This design comes from an exercise in tuning for small area and a short achievable clock period on the open sky130 flow, not from production work. Function was checked by simulation only, so behaviour that the tests miss may differ from the original. Power figures rest on the tool's default switching activity, not on a simulated workload.

## flow/design.v (module list and top-level ports; edited modules follow where they fit)
// module welt_rx_flight: 1080 lines
module welt_rx_flight (
    input  wire         clk,
    input  wire         rst,           
    input  wire         cfg_enc,       
    input  wire         in_valid,
    input  wire [255:0] in_data,       
    output reg          s_valid,
    output reg  [2:0]   s_kind,
    output reg          s_fwd,
    output reg          s_hfail,
    output reg          f_valid,
    output reg  [1:0]   f_result,
    output reg          f_crc_ok,
    output reg          f_hdr_ok,
    output reg  [15:0]  f_fseq,
    output wire         f_fill_next,
    output wire [15:0]  f_ack_seq,
    output wire         f_nak,
    output wire [1:0]   f_nak_rpl
);
  // ...
==> flow/flow/run.sh <==
#!/bin/bash
# Layout flow: the standard ORFS flow (standard.sh, unchanged synthesis),
# with ORFS settings passed through the environment:
#  - the port buffers that ORFS inserts on every input and output are
#    sky130_fd_sc_hd__buf_1 instead of ORFS's default pick (clkdlybuf4s50_1);
#  - ORFS's timing repair works to a setup slack margin of SETUP_SLACK_MARGIN ns;
set -euo pipefail
export BUFFER_PORTS_ARGS="-buffer_cell sky130_fd_sc_hd__buf_1"
export SETUP_SLACK_MARGIN=6.5
export POST_RESIZE_TCL="$(pwd)/flow/post_resize.tcl"
bash standard.sh > standard.log 2>&1
==> flow/flow/post_resize.tcl <==
# ORFS hook at the end of the placement-stage repair_design
# (3_4_place_resized), before detailed placement legalizes the cells:
# the slot register d1 drives the wide XOR networks over long wires, so its
# flip-flops get the next drive strength (same cell type, dfxtp_1 -> dfxtp_4).
set n 0
foreach inst [get_cells {d1[*]*}] {
  if {[get_property [get_lib_cells -of_objects $inst] name] == "sky130_fd_sc_hd__dfxtp_1"} {
    replace_cell $inst sky130_fd_sc_hd__dfxtp_4
    incr n
  }
}
puts "post_resize.tcl: resized $n d1 flip-flops to dfxtp_4"
==> flow/standard.sh <==
#!/bin/bash
# synth_recipe.tcl (not shown) runs the flow's synth.tcl, then flattens the netlist and writes it again
# the make line also repeats each setting of config.mk as NAME=value (left out here)
make -C /OpenROAD-flow-scripts/flow DESIGN_CONFIG=/design/flow/config.mk WORK_HOME=/design/flow/orfs CLKGATE_MAP_FILE= SYNTH_SCRIPT=/design/flow/synth_recipe.tcl "${@:-finish}"
==> flow/config.mk <==
export PLATFORM = sky130hd
export DESIGN_NAME = welt_rx_flight
export DESIGN_NICKNAME = welt_rx_flight
export VERILOG_FILES = /design/flow/design.v
export SDC_FILE = /design/flow/constraint.sdc
export NUM_CORES = 4
export LEC_CHECK = 0
export CAP_MARGIN = 20
export CORE_MARGIN = 2
export CORE_UTILIZATION = 50
export SLEW_MARGIN = 20
==> flow/constraint.sdc <==
create_clock -name core_clock -period 10.0 [get_ports {clk}]
set_input_delay 2.0000 -clock core_clock [delete_from_list [all_inputs] [get_ports {clk}]]
set_output_delay 2.0000 -clock core_clock [all_outputs]
set_load 0.01 [all_outputs]
==> impl_metrics.toml, run 1 <==
[sta]
maxSlewViolCount = 0
max-slew-margin-rel_pct = 6.49
timing.hold.ws_ns = 0.434
fin_skew_ns = 0.0278

[job]
maxCapViolCount = 0

[status]
status = "timing/DRC/antenna clean"

[critical_path]
crit_end = "hs2[15]"
crit_chain = "buf_4, xnor2_1, buf_4, xnor2_1, xor2_1, xnor2_1, xnor2_4, xnor2_1, xnor3_1"
start_kind = "flip-flop"

[detailed_routing]
drc = 0
postRouteAntennaNets = 0

[yosys]
synth_top_area_share_pct = 41.7
ys_top_cells_by_area = "xnor2_1, dfxtp_1, xor2_1"
ys_types = 52
ys_ff_latch = 402
syn_area_mm2 = 0.0309
postSynth.asyncResetShare_pct = 0
yosys-mux-area-fraction_pct = 0.299

[pwr]
leakage_nw = 13.1
clk-power_w = 0.00180
p_switching_w = 0.00641

[cts]
clkLatencyLatePin_ns = 0.64
hold_buffers = 0
cts_sinks = 402

[floorplan]
dieWidth_um = 253
pin_count = 307

[final_layout]
nFillCells = 5278
final_cells = 4089
regMostFlops = "d1"

[placed_design]
placed_area_mm2 = 0.0341

[min_path]
hold_path_class = "flip-flop to flip-flop"
holdPathStages = 2

[global_route]
overflow = 0
==> run 2: changes to the inputs <==
==> flow/flow/post_resize.tcl (replaced) <==
# ORFS hook at the end of the placement-stage repair_design
# (3_4_place_resized), before detailed placement legalizes the cells:
# the slot register d1 drives the wide XOR networks over long wires, so its
# flip-flops get the next drive strength (same cell type, dfxtp_1 -> dfxtp_2).
set n 0
foreach inst [get_cells {d1[*]*}] {
  if {[get_property [get_lib_cells -of_objects $inst] name] == "sky130_fd_sc_hd__dfxtp_1"} {
    replace_cell $inst sky130_fd_sc_hd__dfxtp_2
    incr n
  }
}
puts "post_resize.tcl: resized $n d1 flip-flops to dfxtp_2"
==> impl_metrics.toml, run 2 <==
[status]
status = "timing/DRC/antenna clean"

[yosys]
synth-edff-count = 48
yosysTopAreaCell = "xnor2_1"
synth_top_area_share_pct = 41.7
syn-num-nets = 3271
synth_flop_cell = "dfxtp_1"
postSynthCellCount = 3004
synth_fa_ha_area_share_pct = 0.283
synth_common_cells = "xnor2_1, xor2_1, dfxtp_1"
syn_area_mm2 = 0.0309
synthXorXnorAreaFrac_pct = 63.2
synth_top_family_by_area = "XOR/XNOR gates"
ys_top_cells_by_area = "xnor2_1, dfxtp_1, xor2_1"
postSynth.asyncResetShare_pct = 0
ys_warn_count = 1
yosys.area_share.simple_pct = 4.41
yosys-mux-area-fraction_pct = 0.299
ys_ff_latch = 402
ys_types = 52
avgSynthCellArea_um2 = 10.3
yosysSeqAreaShare_pct = 27.6
yosysMostFrequentCell = "xnor2_1"
synth_compound_area_share_pct = 1.77

[floorplan]
pin_count = 307
fp-row-count = 91
coreArea_mm2 = 0.0615
die_h_um = 253
start_util_pct = 50.3
dieWidth_um = 253
dieArea_mm2 = 0.0639

[critical_path]
worstPathMaxFanout = 7
max_stage_delay_ns = 1.10
cp-end-kind = "flip-flop"
r2r_slack_ns = 5.77
worst_ep_arrival_time_ns = 4.61
start_kind = "flip-flop"
crit_type = "flip-flop to flip-flop"
ff2ff_path_depth = 8
startpoint = "d1[8]"
r2r_end = "s[8]"
crit_family = "XOR/XNOR gates"
r2r_start = "d1[8]"
critical_path_buf_inv_count = 1
cpMaxStageDelayCell = "xnor2_1"
cp.required_ns = 10.38
crit_path_frequent_cell = "xnor2_1"
crit_chain = "buf_4, xor2_4, xnor3_1, xnor2_1, xnor2_2, xnor2_1, xnor2_1, xnor2_1"

[placed_design]
placed_area_mm2 = 0.0335
portBuffers = 306
dp_hpwl_mm = 154
place.gp.congestion = 1.34

[final_layout]
final_cell_mix = "xnor2_1, xor2_1, buf_1, dfxtp_2, nor2_1"
nFillCells = 5407
stdcell_area_mm2 = 0.0356
regMostFlops = "d1"
drive_gt1_share_pct = 15.6
fin_nets = 3519
reg_top3 = "d1 x256, s x32"
final_common_cell = "xnor2_1"
largest_reg_flops = 256
area_growth_pct = 15.2

[min_path]
holdPathStages = 2
hold_path_end = "last_rpl[0]"
worstHoldStart = "rpl2[0]"
hold_path_class = "flip-flop to flip-flop"

[cts]
cts_sinks = 402
cts_tree = "yes"
htree_levels = 2
cts_buffers = 46
clock-root-buffer = "clkbuf_16"
clock_path_buffers = 3
clkLatencyLatePin_ns = 0.66
post_cts_buffers = 0
clk_pin_slew_ns = 0.06

[pwr]
p_switching_w = 0.00643
internal-power_w = 0.00727
ir_drop_v = 0.000183
switching_share_pct = 46.9
clockPowerShare_pct = 13.1
seqPwrFrac_pct = 18.7
p_per_area_mw_per_mm2 = 384
leakage_nw = 13.1
combPwrFrac_pct = 68.1

[sta]
finalCriticalPeriod_ns = 4.23
fin_skew_ns = 0.0411
min_period_over_period_pct = 42.3
max_freq_mhz = 236
setup_violations = 0
timing.hold.ws_ns = 0.439
worstMarginPinSlew_ns = 1.41
maxSlewViolCount = 0
hold_viol_final = 0
max-slew-margin-rel_pct = 5.25
rsz0062_at_grt = "yes"
tns_ns = 0

[global_route]
grt_pass1_wl_mm = 236
antenna_found_initial = 7
overflow = 0
grt_usage_pct = 57.7
grt_pass1_vias = 24100
grt_max_degree = 75

[detailed_routing]
drt_wl_total_mm = 187
viasPerCell = 6.41
drtPass1Iterations = 7
wl_per_cell_um = 45.7
first_iter_violations = 5015
postRouteAntennaNets = 0
via_count = 26200
drc = 0

[job]
maxCapViolCount = 0
run 2: cell count changes in the layout (fill, tap and decap cells not counted), moves of 4 or more:
cell / before / now
dfxtp_2: 1 / 257
dfxtp_4: 256 / 0
clkbuf_16: 46 / 52
clkinvlp_4: 6 / 1
xnor2_1: 1419 / 1414
xnor2_2: 51 / 56
bufinv_16: 4 / 0
clkinv_1: 4 / 0
run 2: tightest hold or removal path, delay by kind of cell, from the launching register on:
kind               cells  cell delay [ns]
DFF                    1             0.30
and+or+nand+nor        1             0.05
AOI/OAI and AO/OA      1             0.05
run 2: final cells by class:
type,instances,area (um2),area share (%)
clock inverters,20,191,0.537
clock buffers,65,1400,3.93
repair buffers,390,1830,5.14
well taps,790,988,2.77
multi-input cells,2399,22300,62.6
diodes,5,12.5,0.0351
inverters,13,48.8,0.137
flip-flops and latches,402,8850,24.8
run 2: how the worst max path moves through the flow:
stage	end	slack, ns	depth (start not counted)
after floorplan	f_fseq[0]	6.57	3
after global placement	f_fseq[10]	5.67	4
after detailed placement	s[4]	6.05	7
after CTS	s[4]	6.40	8
after global routing	s[8]	6.07	8
final	s[8]	5.77	8
run 2: kinds of logic (layout without fill, tap and decap cells):
kind of cell    after synthesis  after routing
fa+ha+maj                     7              7
xor+xnor                   2009           2009
simple gates                286            286
other cells                   0              5
buf+inv                     203            488
mux                           9              9
compound gates               88             88
flops                       402            402
run 2: routing by layer:
layer	global-route usage, %	up-vias	routed length [um]
li1	-	9849	-
met1	66.0	12600	63800
met2	75.4	2795	69200
met3	34.9	953	32400
met4	47.4	12	21000
met5	3.40	-	306
run 2: repair_timing:
item	4_1_cts	5_1_grt
pin swaps	0	1
resized for setup	23	47
hold endpoints to repair	0	0
setup endpoints to repair	21	31
hold buffers	0	0
cloned	0	0
run 2: power groups by stage:
stage / sequential (W) / combinational, W / clock (W)
floorplan: 0.00221 / 0.00614 / 0
finish: 0.00257 / 0.00933 / 0.00180
global route: 0.00254 / 0.00928 / 0.00186
detailed placement: 0.00255 / 0.00853 / 0
global placement: 0.00254 / 0.00854 / 0
CTS: 0.00252 / 0.00861 / 0.00178
run 2: metrics by stage:
stage                     utilization (%)  setup WS (ns)  std cells  power (W)
after detailed placement             54.4           6.05       3993     0.0111
after floorplan                         -           6.57       3004    0.00835
after global routing                 58.0           6.07       4079     0.0137
final                                58.0           5.77       4084     0.0137
after CTS                            57.3           6.40       4078     0.0129
after global placement               53.7           5.67       3988     0.0111

## afterwards: timing with drivers on the ports
Ports are ideal in the flow. The routed layouts listed here were re-timed in OpenROAD.
Step 1 assumes that a clkbuf_16 drives the clock port and a buf_2 every other input.
Step 2 adds t to the input delays and takes it off the output delays; t is the mean of the earliest and latest rising clock arrival at the registers after step 1. Input paths then give back, and output paths get back, about the clock's delay inside the block.
Slacks: ideal / step 1 / step 2; pairs: ideal / step 1.
run	t, ns	setup slack, ns	pins driven straight from the clock port
run 1	0.692	6.176 / 6.176 / 6.176	1
run 2	0.708	5.768 / 5.768 / 5.768	1
After both steps every run listed still meets setup and hold.
